This design comes from an exercise in tuning for small area, a short achievable clock period and few clock cycles per item on the open sky130 flow, not from production work.
The RTL was checked by simulation tests, not by an equivalence proof against the original design.

**flow/standard.sh**
```bash
#!/bin/bash
# synth_recipe.tcl (not shown) runs the flow's synth.tcl, then flattens the netlist and writes it again
# the make line also repeats each setting of config.mk as NAME=value (left out here)
make -C /OpenROAD-flow-scripts/flow DESIGN_CONFIG=/design/flow/config.mk WORK_HOME=/design/flow/orfs CLKGATE_MAP_FILE= SYNTH_SCRIPT=/design/flow/synth_recipe.tcl "${@:-finish}"
```
**flow/flow/run.sh**
```bash
#!/bin/bash
# The standard layout, with two changes to how it is made:
#  - each port is buffered by the smallest buffer (sky130_fd_sc_hd__buf_1)
#    instead of the one buffer_ports picks by default;
#  - timing repair aims for a setup slack of 5.25 ns at the 10 ns clock.
set -euo pipefail
export BUFFER_PORTS_ARGS="-buffer_cell sky130_fd_sc_hd__buf_1"
export SETUP_SLACK_MARGIN=5.25
bash standard.sh > standard_flow.log 2>&1
```
**flow/design.v**
```verilog
module seal_sha256 (
    input  wire         clk,
    input  wire         rst,
    input  wire         in_valid,
    output wire         in_ready,
    input  wire [31:0]  in_data,
    input  wire         in_new,
    output wire         out_valid,
    output wire [255:0] digest
);
    localparam [255:0] IV = {32'h6a09e667, 32'hbb67ae85, 32'h3c6ef372, 32'ha54ff53a,
                             32'h510e527f, 32'h9b05688c, 32'h1f83d9ab, 32'h5be0cd19};
    reg  [5:0]   t;           
    reg          running;     
    reg          cfin;        
    reg          pre;         
    reg          new0;        
    reg          fresh;       
    reg  [3:0]   rot;         
    reg          in_ready_r;
    wire accept = in_valid && in_ready_r;
    wire early  = running && (t >= 6'd1) && (t <= 6'd14);    
    wire fire   = running && (!early || accept);
    wire start  = !running && pre && accept;                  
    wire take0  = accept && !pre && !early;                   
    wire new_eff = new0 || fresh;
    wire last   = running && (t == 6'd0);                     
    wire       running_n = start || (running && !last);
    wire [5:0] t_n       = (start || (fire && !last)) ? t + 6'd1 : t;
    wire       pre_n     = start ? 1'b0 : (take0 ? 1'b1 : pre);
    wire [3:0] rot_n     = (accept || (running && !early)) ? 4'd0 : rot + 4'd1;
    wire       early_n   = running_n && (t_n >= 6'd1) && (t_n <= 6'd14);
    wire       ready_n   = running_n ? (early_n ? (rot_n == 4'd0) : (t_n == 6'd0 && !pre_n))
                                     : (!pre_n || rot_n == 4'd0);
    reg          d_fire, d_start, d_ldiv, d_sfin, d_fin, d_fadd, d_new;
    reg          d_ivh;       
    reg  [31:0]  d_k;
    reg          out_valid_r;
    reg  [31:0]  k_n;
    always @(*) begin
        case (t)
            6'd0:  k_n = 32'h428a2f98; 6'd1:  k_n = 32'h71374491;
            6'd2:  k_n = 32'hb5c0fbcf; 6'd3:  k_n = 32'he9b5dba5;
            6'd4:  k_n = 32'h3956c25b; 6'd5:  k_n = 32'h59f111f1;
            6'd6:  k_n = 32'h923f82a4; 6'd7:  k_n = 32'hab1c5ed5;
            6'd8:  k_n = 32'hd807aa98; 6'd9:  k_n = 32'h12835b01;
            6'd10: k_n = 32'h243185be; 6'd11: k_n = 32'h550c7dc3;
            6'd12: k_n = 32'h72be5d74; 6'd13: k_n = 32'h80deb1fe;
            6'd14: k_n = 32'h9bdc06a7; 6'd15: k_n = 32'hc19bf174;
            6'd16: k_n = 32'he49b69c1; 6'd17: k_n = 32'hefbe4786;
            6'd18: k_n = 32'h0fc19dc6; 6'd19: k_n = 32'h240ca1cc;
            6'd20: k_n = 32'h2de92c6f; 6'd21: k_n = 32'h4a7484aa;
            6'd22: k_n = 32'h5cb0a9dc; 6'd23: k_n = 32'h76f988da;
            6'd24: k_n = 32'h983e5152; 6'd25: k_n = 32'ha831c66d;
            6'd26: k_n = 32'hb00327c8; 6'd27: k_n = 32'hbf597fc7;
            6'd28: k_n = 32'hc6e00bf3; 6'd29: k_n = 32'hd5a79147;
            6'd30: k_n = 32'h06ca6351; 6'd31: k_n = 32'h14292967;
            6'd32: k_n = 32'h27b70a85; 6'd33: k_n = 32'h2e1b2138;
            6'd34: k_n = 32'h4d2c6dfc; 6'd35: k_n = 32'h53380d13;
            6'd36: k_n = 32'h650a7354; 6'd37: k_n = 32'h766a0abb;
            6'd38: k_n = 32'h81c2c92e; 6'd39: k_n = 32'h92722c85;
            6'd40: k_n = 32'ha2bfe8a1; 6'd41: k_n = 32'ha81a664b;
            6'd42: k_n = 32'hc24b8b70; 6'd43: k_n = 32'hc76c51a3;
            6'd44: k_n = 32'hd192e819; 6'd45: k_n = 32'hd6990624;
            6'd46: k_n = 32'hf40e3585; 6'd47: k_n = 32'h106aa070;
            6'd48: k_n = 32'h19a4c116; 6'd49: k_n = 32'h1e376c08;
            6'd50: k_n = 32'h2748774c; 6'd51: k_n = 32'h34b0bcb5;
            6'd52: k_n = 32'h391c0cb3; 6'd53: k_n = 32'h4ed8aa4a;
            6'd54: k_n = 32'h5b9cca4f; 6'd55: k_n = 32'h682e6ff3;
            6'd56: k_n = 32'h748f82ee; 6'd57: k_n = 32'h78a5636f;
            6'd58: k_n = 32'h84c87814; 6'd59: k_n = 32'h8cc70208;
            6'd60: k_n = 32'h90befffa; 6'd61: k_n = 32'ha4506ceb;
            6'd62: k_n = 32'hbef9a3f7; default: k_n = 32'hc67178f2;
        endcase
    end
    always @(posedge clk) begin
        if (rst) begin
            t           <= 6'd0;
            running     <= 1'b0;
            cfin        <= 1'b0;
            pre         <= 1'b0;
            fresh       <= 1'b1;
            rot         <= 4'd0;
            in_ready_r  <= 1'b1;
            d_fire      <= 1'b0;
            d_start     <= 1'b0;
            d_ldiv      <= 1'b0;
            d_fin       <= 1'b0;
            d_fadd      <= 1'b0;
            out_valid_r <= 1'b0;
        end else begin
            t           <= t_n;
            running     <= running_n;
            cfin        <= last;
            pre         <= pre_n;
            rot         <= rot_n;
            in_ready_r  <= ready_n;
            if (start)
                fresh <= 1'b0;
            d_fire      <= fire;
            d_start     <= start;
            d_ldiv      <= start && new_eff;
            d_fin       <= cfin;
            d_fadd      <= (running && (t == 6'd62 || t == 6'd63 || t == 6'd0)) || cfin;
            out_valid_r <= d_fin;
        end
        if (take0)
            new0 <= in_new;
        d_sfin  <= cfin;
        d_new   <= new_eff;
        d_ivh   <= d_ldiv;
        d_k     <= k_n;
    end
    reg  [31:0]  a, b, c, d, e, f, g;    
    reg  [31:0]  kwh;         
    reg  [31:0]  w [0:15];    
    reg  [31:0]  hA [0:3];    
    reg  [31:0]  hE [0:3];    
    assign in_ready  = in_ready_r;
    assign out_valid = out_valid_r;
    assign digest    = {hA[0], hA[1], hA[2], hA[3], hE[0], hE[1], hE[2], hE[3]};
    wire [31:0] s1_e = {e[5:0], e[31:6]} ^ {e[10:0], e[31:11]} ^ {e[24:0], e[31:25]};
    wire [31:0] ch   = (e & f) ^ (~e & g);
    wire [31:0] s0_a = {a[1:0], a[31:2]} ^ {a[12:0], a[31:13]} ^ {a[21:0], a[31:22]};
    wire [31:0] maj  = (a & b) ^ (a & c) ^ (b & c);
    wire [31:0] ex_s = d ^ kwh ^ ch;
    wire [31:0] ex_c = (d & kwh) | (d & ch) | (kwh & ch);
    wire [31:0] ey_s = ex_s ^ {ex_c[30:0], 1'b0} ^ s1_e;
    wire [31:0] ey_c = (ex_s & {ex_c[30:0], 1'b0}) | (ex_s & s1_e) | ({ex_c[30:0], 1'b0} & s1_e);
    wire [31:0] e_new = ey_s + {ey_c[30:0], 1'b0};
    wire [31:0] ax_s = kwh ^ ch ^ maj;
    wire [31:0] ax_c = (kwh & ch) | (kwh & maj) | (ch & maj);
    wire [31:0] ay_s = ax_s ^ {ax_c[30:0], 1'b0} ^ s1_e;
    wire [31:0] ay_c = (ax_s & {ax_c[30:0], 1'b0}) | (ax_s & s1_e) | ({ax_c[30:0], 1'b0} & s1_e);
    wire [31:0] az_s = ay_s ^ {ay_c[30:0], 1'b0} ^ s0_a;
    wire [31:0] az_c = (ay_s & {ay_c[30:0], 1'b0}) | (ay_s & s0_a) | ({ay_c[30:0], 1'b0} & s0_a);
    wire [31:0] a_new = az_s + {az_c[30:0], 1'b0};
    wire [31:0] ws0   = {w[1][6:0], w[1][31:7]} ^ {w[1][17:0], w[1][31:18]} ^ (w[1] >> 3);
    wire [31:0] ws1   = {w[14][16:0], w[14][31:17]} ^ {w[14][18:0], w[14][31:19]} ^ (w[14] >> 10);
    wire [31:0] w_new = ws1 + w[9] + ws0 + w[0];
    wire [31:0] sumA = hA[3] + a;
    wire [31:0] sumE = hE[3] + e;
    wire [31:0] kp = d_start ? (d_new ? IV[31:0] : (d_sfin ? hE[2] : hE[3])) : g;
    wire [31:0] kwh_new = kp + d_k + w[14];
    integer i;
    always @(posedge clk) begin
        if (d_fire || d_start)
            kwh <= kwh_new;
        for (i = 0; i < 15; i = i + 1)
            w[i] <= w[i + 1];
        w[15] <= accept ? in_data : ((running && !early) ? w_new : w[0]);
        if (d_fadd) begin
            hA[0] <= sumA; hA[1] <= hA[0]; hA[2] <= hA[1]; hA[3] <= hA[2];
            hE[0] <= sumE; hE[1] <= hE[0]; hE[2] <= hE[1]; hE[3] <= hE[2];
        end else if (d_ivh) begin
            {hA[0], hA[1], hA[2], hA[3], hE[0], hE[1], hE[2], hE[3]} <= IV;
        end
        if (d_fire) begin
            g  <= f;
            f  <= e;
            e  <= e_new;
            d  <= c;
            c  <= b;
            b  <= a;
            a  <= a_new;
        end else if (d_ldiv) begin
            {a, b, c, d, e, f, g} <= IV[255:32];
        end else if (d_fin) begin
            {a, b, c, d, e, f, g} <= {sumA, hA[0], hA[1], hA[2], sumE, hE[0], hE[1]};
        end
    end
endmodule
```
**flow/config.mk**
```make
export PLATFORM = sky130hd
export DESIGN_NAME = seal_sha256
export DESIGN_NICKNAME = seal_sha256
export VERILOG_FILES = /design/flow/design.v
export SDC_FILE = /design/flow/constraint.sdc
export NUM_CORES = 4
export LEC_CHECK = 0
export CAP_MARGIN = 20
export CORE_MARGIN = 2
export CORE_UTILIZATION = 60
export CTS_BUF_LIST = sky130_fd_sc_hd__clkbuf_8
export CTS_CLUSTER_DIAMETER = 40
export CTS_CLUSTER_SIZE = 16
export PLACE_DENSITY = 0.75
export SLEW_MARGIN = 20
```
**flow/constraint.sdc**
```tcl
create_clock -name core_clock -period 10.0 [get_ports {clk}]
set_input_delay 2.0000 -clock core_clock [delete_from_list [all_inputs] [get_ports {clk}]]
set_output_delay 2.0000 -clock core_clock [all_outputs]
set_load 0.01 [all_outputs]
```
==> run notes, run 1 <==
Clock Tree Root clkbuf_8; # nets final 5595; Synth Area in Simple Gates 8.84%; portion of netlist area occupied by mux cells 1.63%; vias in the first global route 36800; Avg Inst Size Synth between 10 and 15 um^2; hpwl dp 118 mm; status no timing/DRC/antenna violations; CTS tree built; compound-gate portion of the synthesized area 13.2%; initial antenna violation count 8; number of max-cap violations 0; distinct cell type count after synthesis 85; Mapped Area 53500 um^2; Final min period 4.80 ns; commonest non-fill, non-tap cell in the layout dfxtp_1; Seq cells post-synth ~1100; CTS Sinks 1081; final wirelength 162 mm; min-delay worst type register to register; CORE AREA 88400 um^2; Worst EP required 10.52 ns; first-pass GRT wire length about 240 mm; CP max FO 5; CTS Buf Count 143; fraction of registers with async set/reset 0%; Crit. Startpoint e[15]; clock latency (worst-skew pair) 0.86 ns; worst clock skew 0.0508 ns; I/O pin count slightly below 300; Area contributors post-synth edfxtp_1, dfxtp_1, fa_1; sum of negative setup slack 0 ns; crit path kind register to register; DRC 0; Placer Congestion 0.974; vias 38200; post-DR vias/cell 5.99; Final period util ~48%; Most used DFF post-synth dfxtp_1; drt first pass iters 6; combinational family with the most area after synthesis adder cells; worst hold start w[11][5]; H-tree levels 4; Cell Area, Placed about 56000 um^2; fillers 6681; r2r setup slk 5.20 ns; grt total ovfl 0; Synth Net Count approximately 5200; Die Span Y 303 um; Die Wd 303 um; post-synthesis xor/xnor area fraction 7.02%; placed insts 6000; pins over their slew limit 0; Die Area between 90000 and 100000 um^2; post-synth top area cell edfxtp_1; startpoint types register; Post-Synth Adder-Cell Area 14.3%; Mapped Cells between 4000 and 5000; Final Hold Vio Count 0; most frequent cells in the layout dfxtp_1, edfxtp_1, inv_1, xnor2_1, buf_1; CTS max path bufs 3; largest net degree at the start of global routing 96; yosys warns 4; GRT Overall Usage 35.0%; Routed Antenna Nets 0; layout cell share with drive strength beyond 1 11.2%; Seq/Total Area, Yosys 50.0%; RSZ-0062 raised after global routing yes; final instance area 60400 um^2; initial core utilization 60.6%; layout overhead on the synthesized area 12.8%; Final setup violation count 0; worst r2r src e[15]; critical path endpoint category register; worst rel slew slack 27.0%; Wirelength per Cell around 25 um; port bufs 293; Layout Cells excl Fill approximately 6400; Worst-Margin Slew 1.09 ns; 1st-iter DRT viols 4697; row cnt 109; Post-synth EDFFs ~510; critical path arrival 5.32 ns; fmax about 210 MHz; number of buffers inserted by hold repair at cts 0; post-synth top area share between 20% and 30%; Worst-path clk slew 0.10 ns
-- through the flow --
stage | setup slack (ns) | util [%] | hold WS (ns)
after CTS | 5.10 | 67.4 | 0.290
final | 5.20 | 68.3 | 0.294
after floorplan | 5.28 | - | 0.310
after detailed placement | 4.47 | 62.8 | 0.312
after global routing | 5.10 | 68.3 | 0.294
after global placement | 4.55 | 62.8 | 0.310
-- state kept, by name, indices dropped and copies added, names as in the netlist, 32 cells and up --
register and count:
hE 128, b 32, a 32, e 32, d 32, c 32, w 512, g 32
hA 128, d_k 32, kwh 32, f 32
-- synthesized netlist by cell type (32+ instances only) --
cell / instances
and2_1: 130
a31oi_1: 53
nand2b_1: 147
xor2_1: 96
o22a_1: 91
nand3_1: 56
edfxtp_1: 513
mux2i_1: 57
nor2_1: 207
fa_1: 250
a22o_1: 79
a21o_1: 121
clkbuf_1: 213
dfxtp_1: 568
xnor2_1: 333
nor2b_1: 32
inv_1: 474
a21oi_1: 231
nor3_1: 56
nand2_1: 227
o21ai_0: 182
ha_1: 209
-- worst max-delay path, stage by stage (launching register included) --
cell and delay [ns]:
edfxtp_1 0.48, mux2i_4 0.26, fa_1 0.55, inv_1 0.06
fa_1 0.50, fa_1 0.56, ha_4 0.22, a21o_1 0.19
a31oi_4 0.16, o221ai_2 0.14, a21o_1 0.22, and3_4 0.19
a221oi_4 0.23, a21oi_2 0.13, a221o_1 0.35, xnor2_1 0.16
a22oi_1 0.10
-- routing by layer --
layer  vias up  track usage, %  routed length (um)
met4         0            11.3                5050
met3       326            8.92               19100
met1     18700            51.3               67800
met5         -               0                   0
met2      2085            51.1               69900
li1      17100               -                   -
-- what timing repair did --
| item | in CTS | in global routing |
|---|---|---|
| setup endpoints to repair | 49 | 39 |
| endpoints found under the hold margin | 0 | 0 |
| gates resized for setup | 78 | 100 |
| pin swaps | 19 | 66 |
| buffers inserted | 83 | 37 |
-- final timing paths --
path	depth (start not counted)	to
worst min register to register	0	w[10][5]
worst max-delay path	16	a[30]
worst max register to register	16	a[30]
worst min-delay path	0	w[10][5]
-- logic make-up (layout without fill, tap and decap cells) --
group           Yosys count  after routing
xor+xnor                429            429
compound gates         1037           1037
simple gates            944            944
fa+ha+maj               460            460
mux                      79             79
buf+inv                 713           1182
other cells               0              3
flops                  1081           1081
-- layout make-up --
class	instances	area [um^2]	share of cell area [%]
flip-flops and latches	1081	26800	44.4
multi-input cells	2949	24900	41.2
repair buffers	449	2310	3.82
clock buffers	151	2080	3.44
inverters	476	1790	2.97
well taps	1165	1460	2.41
clock inverters	106	1060	1.75
diodes	3	7.51	0.0124
Testbench counts, summed over its fixed seeds: cycles 33,312, blocks 512.
==> inputs of run 2 (changes only) <==
--- a/flow/config.mk
+++ b/flow/config.mk
@@ -9,7 +9,7 @@
 export CORE_MARGIN = 2
 export CORE_UTILIZATION = 60
 export CTS_BUF_LIST = sky130_fd_sc_hd__clkbuf_8
-export CTS_CLUSTER_DIAMETER = 40
-export CTS_CLUSTER_SIZE = 16
+export CTS_CLUSTER_DIAMETER = 50
+export CTS_CLUSTER_SIZE = 20
 export PLACE_DENSITY = 0.75
 export SLEW_MARGIN = 20
==> run 2 against run 1 <==
Sequential share of layout area rose by 0.56 points. Still clean. Critical path depth increased by 1. Clock skew up 0.012 ns. Area after synthesis unchanged.
==> run notes, run 2 <==
status no timing/DRC/antenna violations; Final Hold Vio Count 0 (unchanged); critical path endpoint category register; commonest non-fill, non-tap cell in the layout dfxtp_1; yosys warns 4 (unchanged); critical path arrival 5.27 ns (-0.05 ns); initial core utilization 60.6% (unchanged); Synth Net Count 5238 (unchanged); Most used DFF post-synth dfxtp_1; Area contributors post-synth edfxtp_1, dfxtp_1, fa_1; vias 38200 (+0.029%); Wirelength per Cell 25.5 um (+0.56%); number of max-cap violations 0 (unchanged); Routed Antenna Nets 0 (unchanged); grt total ovfl 0 (unchanged); pins over their slew limit 0 (unchanged); DRC 0 (unchanged); number of buffers inserted by hold repair at cts 0 (unchanged); Die Wd 303 um (unchanged); min-delay worst type register to register; first-pass GRT wire length 234 mm (-0.70%); CORE AREA 88400 um^2 (unchanged); CTS tree built; M2 GR Usage 51.0% (about the same); Avg Inst Size Synth 11.3 um^2 (unchanged); Top Registers w x512, hA x128, hE x128; Worst-path clk slew 0.12 ns (+0.02 ns); post-synth top area cell edfxtp_1; Final period util 47.7% (-0.29 points); distinct cell type count after synthesis 85 (unchanged); worst clock skew 0.0629 ns (+0.0121 ns); Final setup violation count 0 (unchanged); most frequent cells in the layout dfxtp_1, edfxtp_1, inv_1, xnor2_1, buf_1; H-tree levels 3 (-1); Die Span Y 303 um (unchanged); most frequent cell after synthesis dfxtp_1; Seq cells post-synth 1081 (unchanged); max reg flops 512 (unchanged); Placer Congestion 0.974 (unchanged); # nets final 5543 (-0.93%); Post-synth top cells dfxtp_1, edfxtp_1, inv_1; RSZ-0062 raised after global routing yes; initial antenna violation count 8 (unchanged); Worst-Margin Slew 1.09 ns (-0.00299 ns); I/O pin count 294 (unchanged); layout overhead on the synthesized area 11.4%; CTS max path bufs 3 (unchanged); Post-synth EDFFs 513 (unchanged); worst rel slew slack 27.2% (+0.20 points); clock latency (worst-skew pair) 0.82 ns (-0.04 ns); busiest grt layer met1; hpwl dp 118 mm (unchanged); met1 Use GR 51.7% (+0.41 points); post-synth top area share 28.8% (unchanged); Final min period 4.77 ns (-0.0294 ns); Mapped Cells 4743 (unchanged); final wirelength 160 mm (-0.84%); M3 GR Usage 7.78% (-1.1 points); vias in the first global route 36300 (-1.4%); CTS Sinks 1081 (unchanged); 1st-iter DRT viols 4590 (-2.3%); sum of negative setup slack 0 ns (unchanged); Worst EP required 10.50 ns (-0.02 ns); Mapped Area 53500 um^2 (unchanged); post-DR vias/cell 6.07 (+1.4%); fmax 210 MHz (+0.62%); crit path kind register to register; Seq/Total Area, Yosys 50.0% (unchanged); port bufs 293 (unchanged); largest net degree at the start of global routing 96 (unchanged); Largest Register w; CTS Buf Count 102 (-29%); CP max FO 5 (unchanged); layout cell share with drive strength beyond 1 9.97% (-1.2 points); drt first pass iters 6 (unchanged); row cnt 109 (unchanged); Die Area 91600 um^2 (unchanged); startpoint types register; fraction of registers with async set/reset 0% (unchanged); Clock Tree Root clkbuf_8; GRT Overall Usage 34.6% (-0.39 points)
run 2: cell types whose count changed in the layout (fill, tap and decap cells not counted), sizes merged:
cell / before / now
bufinv: 7 / 3
inv: 527 / 515
clkinvlp: 16 / 3
clkbuf: 151 / 105
diode: 3 / 2
buf: 449 / 438
clkinv: 32 / 30
run 2: area by class of cell:
class | count | area (um^2)
clock buffers | 105 | 1450
flip-flops and latches | 1081 | 26800
repair buffers | 438 | 2210
clock inverters | 75 | 962
inverters | 476 | 1790
fillers | 6743 | 28700
multi-input cells | 2949 | 24900
well taps | 1165 | 1460
diodes | 2 | 5.00
run 2: metal layers:
| metal | vias up | part of all wire, % |
|---|---|---|
| met3 | 288 | 11 |
| met5 | - | 0.092 |
| met4 | 2 | 2.9 |
| met1 | 18800 | 42 |
| met2 | 2175 | 43 |
| li1 | 16900 | - |
run 2: timing repair:
action	in CTS	in global routing
endpoints found under the setup margin	49	39
cloned	0	0
endpoints found under the hold margin	0	0
pin swaps	13	57
setup buffers	77	32
gates resized for setup	71	111
run 2: worst paths after layout:
kind             from        to  slack (ns)  depth (start not counted)
max reg2reg      g[7]     a[30]        5.23                         17
min          w[6][15]  w[5][15]        0.32                          0
max              g[7]     a[30]        5.23                         17
min reg2reg  w[6][15]  w[5][15]        0.32                          0
run 2: cell families (layout without fill, tap and decap cells):
| kind of cell | count (synthesis) | after routing | share of synthesized area (%) |
|---|---|---|---|
| multiplexers | 79 | 79 | 1.63 |
| buffers and inverters | 713 | 1094 | 5.01 |
| XOR/XNOR | 429 | 429 | 7.02 |
| other | 0 | 2 | 0 |
| AO/OA/AOI/OAI | 1037 | 1037 | 13.2 |
| AND/OR/NAND/NOR | 944 | 944 | 8.84 |
| adder cells (fa/ha/maj) | 460 | 460 | 14.3 |
| flip-flops | 1081 | 1081 | 50.0 |
run 2: worst max-delay path: stages, from the launching register on:
cell and delay (ns):
edfxtp_1 0.45, mux2i_2 0.28, fa_1 0.50, fa_1 0.52, inv_1 0.05, fa_1 0.48
ha_4 0.29, a21o_1 0.21, nor3_2 0.18, nand3_2 0.15, nand3_1 0.13, o211ai_1 0.10
buf_4 0.19, a221oi_4 0.28, a21oi_2 0.13, a221o_1 0.32, xnor2_1 0.14, a22oi_1 0.10
run 2: per-stage QoR:
stage / setup WS [ns] / utilization, % / cell area, um^2 / hold WS, ns / cells
floorplan: 5.28 / - / 53500 / 0.310 / 4743
global placement: 4.55 / 62.8 / 55500 / 0.310 / 6000
finish: 5.23 / 67.5 / 59600 / 0.322 / 6291
global route: 5.13 / 67.5 / 59600 / 0.320 / 6290
detailed placement: 4.47 / 62.8 / 55500 / 0.312 / 6000
CTS: 5.12 / 66.5 / 58800 / 0.309 / 6257
==> inputs of run 3 (changes only) <==
==> flow/flow/run.sh (replaced) <==
#!/bin/bash
# The standard layout, with two changes to how it is made:
#  - each port is buffered by the smallest buffer (sky130_fd_sc_hd__buf_1)
#    instead of the one buffer_ports picks by default;
#  - timing repair aims for a setup slack of 5.5 ns at the 10 ns clock.
set -euo pipefail
export BUFFER_PORTS_ARGS="-buffer_cell sky130_fd_sc_hd__buf_1"
export SETUP_SLACK_MARGIN=5.5
bash standard.sh > standard_flow.log 2>&1
==> run 3 against run 2 <==
Setup slack worse by 0.012 ns. Still clean. Maximum frequency down 0.26%. Sequential cell count unchanged.
==> run notes, run 3 <==
critical path endpoint category register; DRC 0 (unchanged); Post-synth EDFFs 513 (unchanged); Area contributors post-synth edfxtp_1, dfxtp_1, fa_1; # nets final 5576 (+0.60%); grt total ovfl 0 (unchanged); CTS max path bufs 3 (unchanged); Top Registers w x512, hA x128, hE x128; Worst-path clk slew 0.12 ns (about the same); cell family with most CP delay compound AO/OA/AOI/OAI gates; worst r2r path cells 15 (-2); WP buf/inv 1 (-1); Final setup violation count 0 (unchanged); fraction of registers with async set/reset 0% (unchanged); Worst-Margin Slew 1.16 ns (+0.0637 ns); largest net degree at the start of global routing 95 (-1.0%); worst r2r src a[11]; status no timing/DRC/antenna violations; Mapped Cells 4743 (unchanged); Largest Register w; slowest cell on the critical path fa_1; 1st-iter DRT viols 4393 (-4.3%); Final period util 47.8% (+0.12 points); worst hold stages 0 (unchanged); CORE AREA 88400 um^2 (unchanged); crit path kind register to register; r2r setup slk 5.22 ns (about the same); row cnt 109 (unchanged); number of max-cap violations 0 (unchanged); sum of negative setup slack 0 ns (unchanged); fmax 209 MHz (-0.26%); post-synth top area share 28.8% (unchanged); Die Wd 303 um (unchanged); first-pass GRT wire length 236 mm (+0.88%); Placer Congestion 0.986 (+1.3%); end of the critical path a[30]; startpoint types register; GRT Overall Usage 35.0% (+0.42 points); fin util 68.2% (+0.71 points); Routed Antenna Nets 0 (unchanged); final worst slack 5.22 ns (-0.0124 ns); most frequent cells in the layout dfxtp_1, edfxtp_1, inv_1, xnor2_1, buf_1; most frequent cell after synthesis dfxtp_1; CP max FO 6 (+1); H-tree levels 3 (unchanged); Worst EP required 10.53 ns (+0.03 ns); Seq/Total Area, Yosys 50.0% (unchanged); Most used DFF post-synth dfxtp_1; drt first pass iters 6 (unchanged); critical path arrival 5.31 ns (+0.04 ns); commonest non-fill, non-tap cell in the layout dfxtp_1; critical path's most frequent cell fa_1; dpl ws 4.53 ns (+0.0512 ns); worst clock skew 0.0667 ns (+0.00383 ns); Final Hold Vio Count 0 (unchanged); final wirelength 163 mm (+1.5%); Post-synth top cells dfxtp_1, edfxtp_1, inv_1; distinct cell type count after synthesis 85 (unchanged); layout cell share with drive strength beyond 1 11.8% (+1.8 points); yosys warns 4 (unchanged); Final min period 4.78 ns (+0.0124 ns); Die Area 91600 um^2 (unchanged); r2r endpoint a[30]; Synth Net Count 5238 (unchanged); Die Span Y 303 um (unchanged); CTS tree built; min-delay worst type register to register; Avg Inst Size Synth 11.3 um^2 (unchanged); CTS Sinks 1081 (unchanged); vias 38300 (+0.092%); layout overhead on the synthesized area 12.6%; I/O pin count 294 (unchanged); vias in the first global route 36900 (+1.7%); slowest stage delay, CP 0.52 ns (about the same); post-DR vias/cell 6.04 (-0.62%); pins over their slew limit 0 (unchanged); initial core utilization 60.6% (unchanged); hpwl dp 120 mm (+1.2%); CTS Buf Count 103 (+0.98%); crit path cell chain a21o_1 -> o21ai_1 -> fa_1 -> fa_1 -> inv_1 -> fa_1 -> ha_1 -> a21o_1 -> a31oi_1 -> o211ai_1 -> a221oi_2 -> a21oi_2 -> a221o_1 -> xnor2_1 -> a22oi_1; Clock Tree Root clkbuf_8; initial antenna violation count 12 (+4); Mapped Area 53500 um^2 (unchanged); Wirelength per Cell 25.7 um (+0.74%); max reg flops 512 (unchanged); Crit. Startpoint a[11]; port bufs 293 (unchanged); post-synth top area cell edfxtp_1; RSZ-0062 raised after global routing yes; Seq cells post-synth 1081 (unchanged); worst rel slew slack 22.4% (-4.8 points); WP depth 15 (-2); clock latency (worst-skew pair) 0.83 ns (about the same)
[run 3: metal layers]
metal  part of all wire [%]  global-route usage [%]  up-vias
met4                    3.2                    11.0        6
met2                     43                    51.8     2063
met3                     11                    7.78      313
met5                  0.029                       0        -
li1                       -                       -    17000
met1                     42                    51.6    18900
[run 3: cells by family after synthesis]
group | after synthesis | synth area share [%]
flip-flops | 1081 | 50.0
AO/OA/AOI/OAI | 1037 | 13.2
AND/OR/NAND/NOR | 944 | 8.84
buffers and inverters | 713 | 5.01
adder cells (fa/ha/maj) | 460 | 14.3
XOR/XNOR | 429 | 7.02
multiplexers | 79 | 1.63
[run 3: stage by stage]
step	instances	hold slack (ns)	area (um^2)
2_1_floorplan	4743	0.310	53700
3_3_place_gp	6001	0.310	55600
3_5_place_dp	6001	0.312	55600
4_1_cts	6273	0.300	59200
5_1_grt	6333	0.303	60200
6_report	6336	0.296	60300
[run 3: how the worst min path moves through the flow]
stage                          from   endpoint  slack (ns)
final                      w[13][9]   w[12][9]        0.30
after detailed placement  w[15][24]  w[14][24]        0.31
after CTS                  w[13][9]   w[12][9]        0.30
after floorplan            w[11][0]   w[10][0]        0.31
after global placement    w[13][25]  w[12][25]        0.31
after global routing      w[15][21]  w[14][21]        0.30
[run 3: area by class of cell]
class | instances | area, um^2
inverters | 476 | 1790
multi-input cells | 2949 | 25100
clock buffers | 105 | 1450
repair buffers | 470 | 2490
diodes | 10 | 25.0
fillers | 6717 | 28100
clock inverters | 80 | 1020
well taps | 1165 | 1460
flip-flops and latches | 1081 | 26900
[run 3: worst register-to-register path: cells and delay by family, from the launching register on]
kind / cells / cell delay (ns)
AO/OA/AOI/OAI: 9 / 2.01
XOR/XNOR: 1 / 0.14
adder cells (fa/ha/maj): 4 / 1.84
buffers and inverters: 1 / 0.05
flip-flops: 1 / 0.45
[run 3: timing repair]
action | 4_1_cts | 5_1_grt
gates cloned | 0 | 1
endpoints found under the hold margin | 0 | 0
resized for setup | 127 | 136
hold buffers | 0 | 0
buffers inserted | 87 | 52
setup endpoints to repair | 72 | 57
pin swaps | 39 | 55

port drivers added, routing unchanged:
Ports are ideal in the flow. The routed layouts listed here were re-timed in OpenROAD.
Step 1 assumes that a clkbuf_16 drives the clock port and a buf_2 every other input.
Step 2 adds t to the input delays and takes it off the output delays; t is the mean of the earliest and latest rising clock arrival at the registers after step 1. Input paths then give back, and output paths get back, about the clock's delay inside the block.
a / b / c = ideal / step 1 / step 2; a / b = the first two.
| run | shift t [ns] | slack for setup (ns) | worst setup path at the end |
|---|---|---|---|
| run 1 | 0.906 | 5.203 / 5.203 / 5.203 | register to register |
| run 2 | 0.863 | 5.232 / 5.232 / 5.232 | register to register |
| run 3 | 0.873 | 5.220 / 5.220 / 5.220 | register to register |
After both steps every run listed still meets setup and hold.
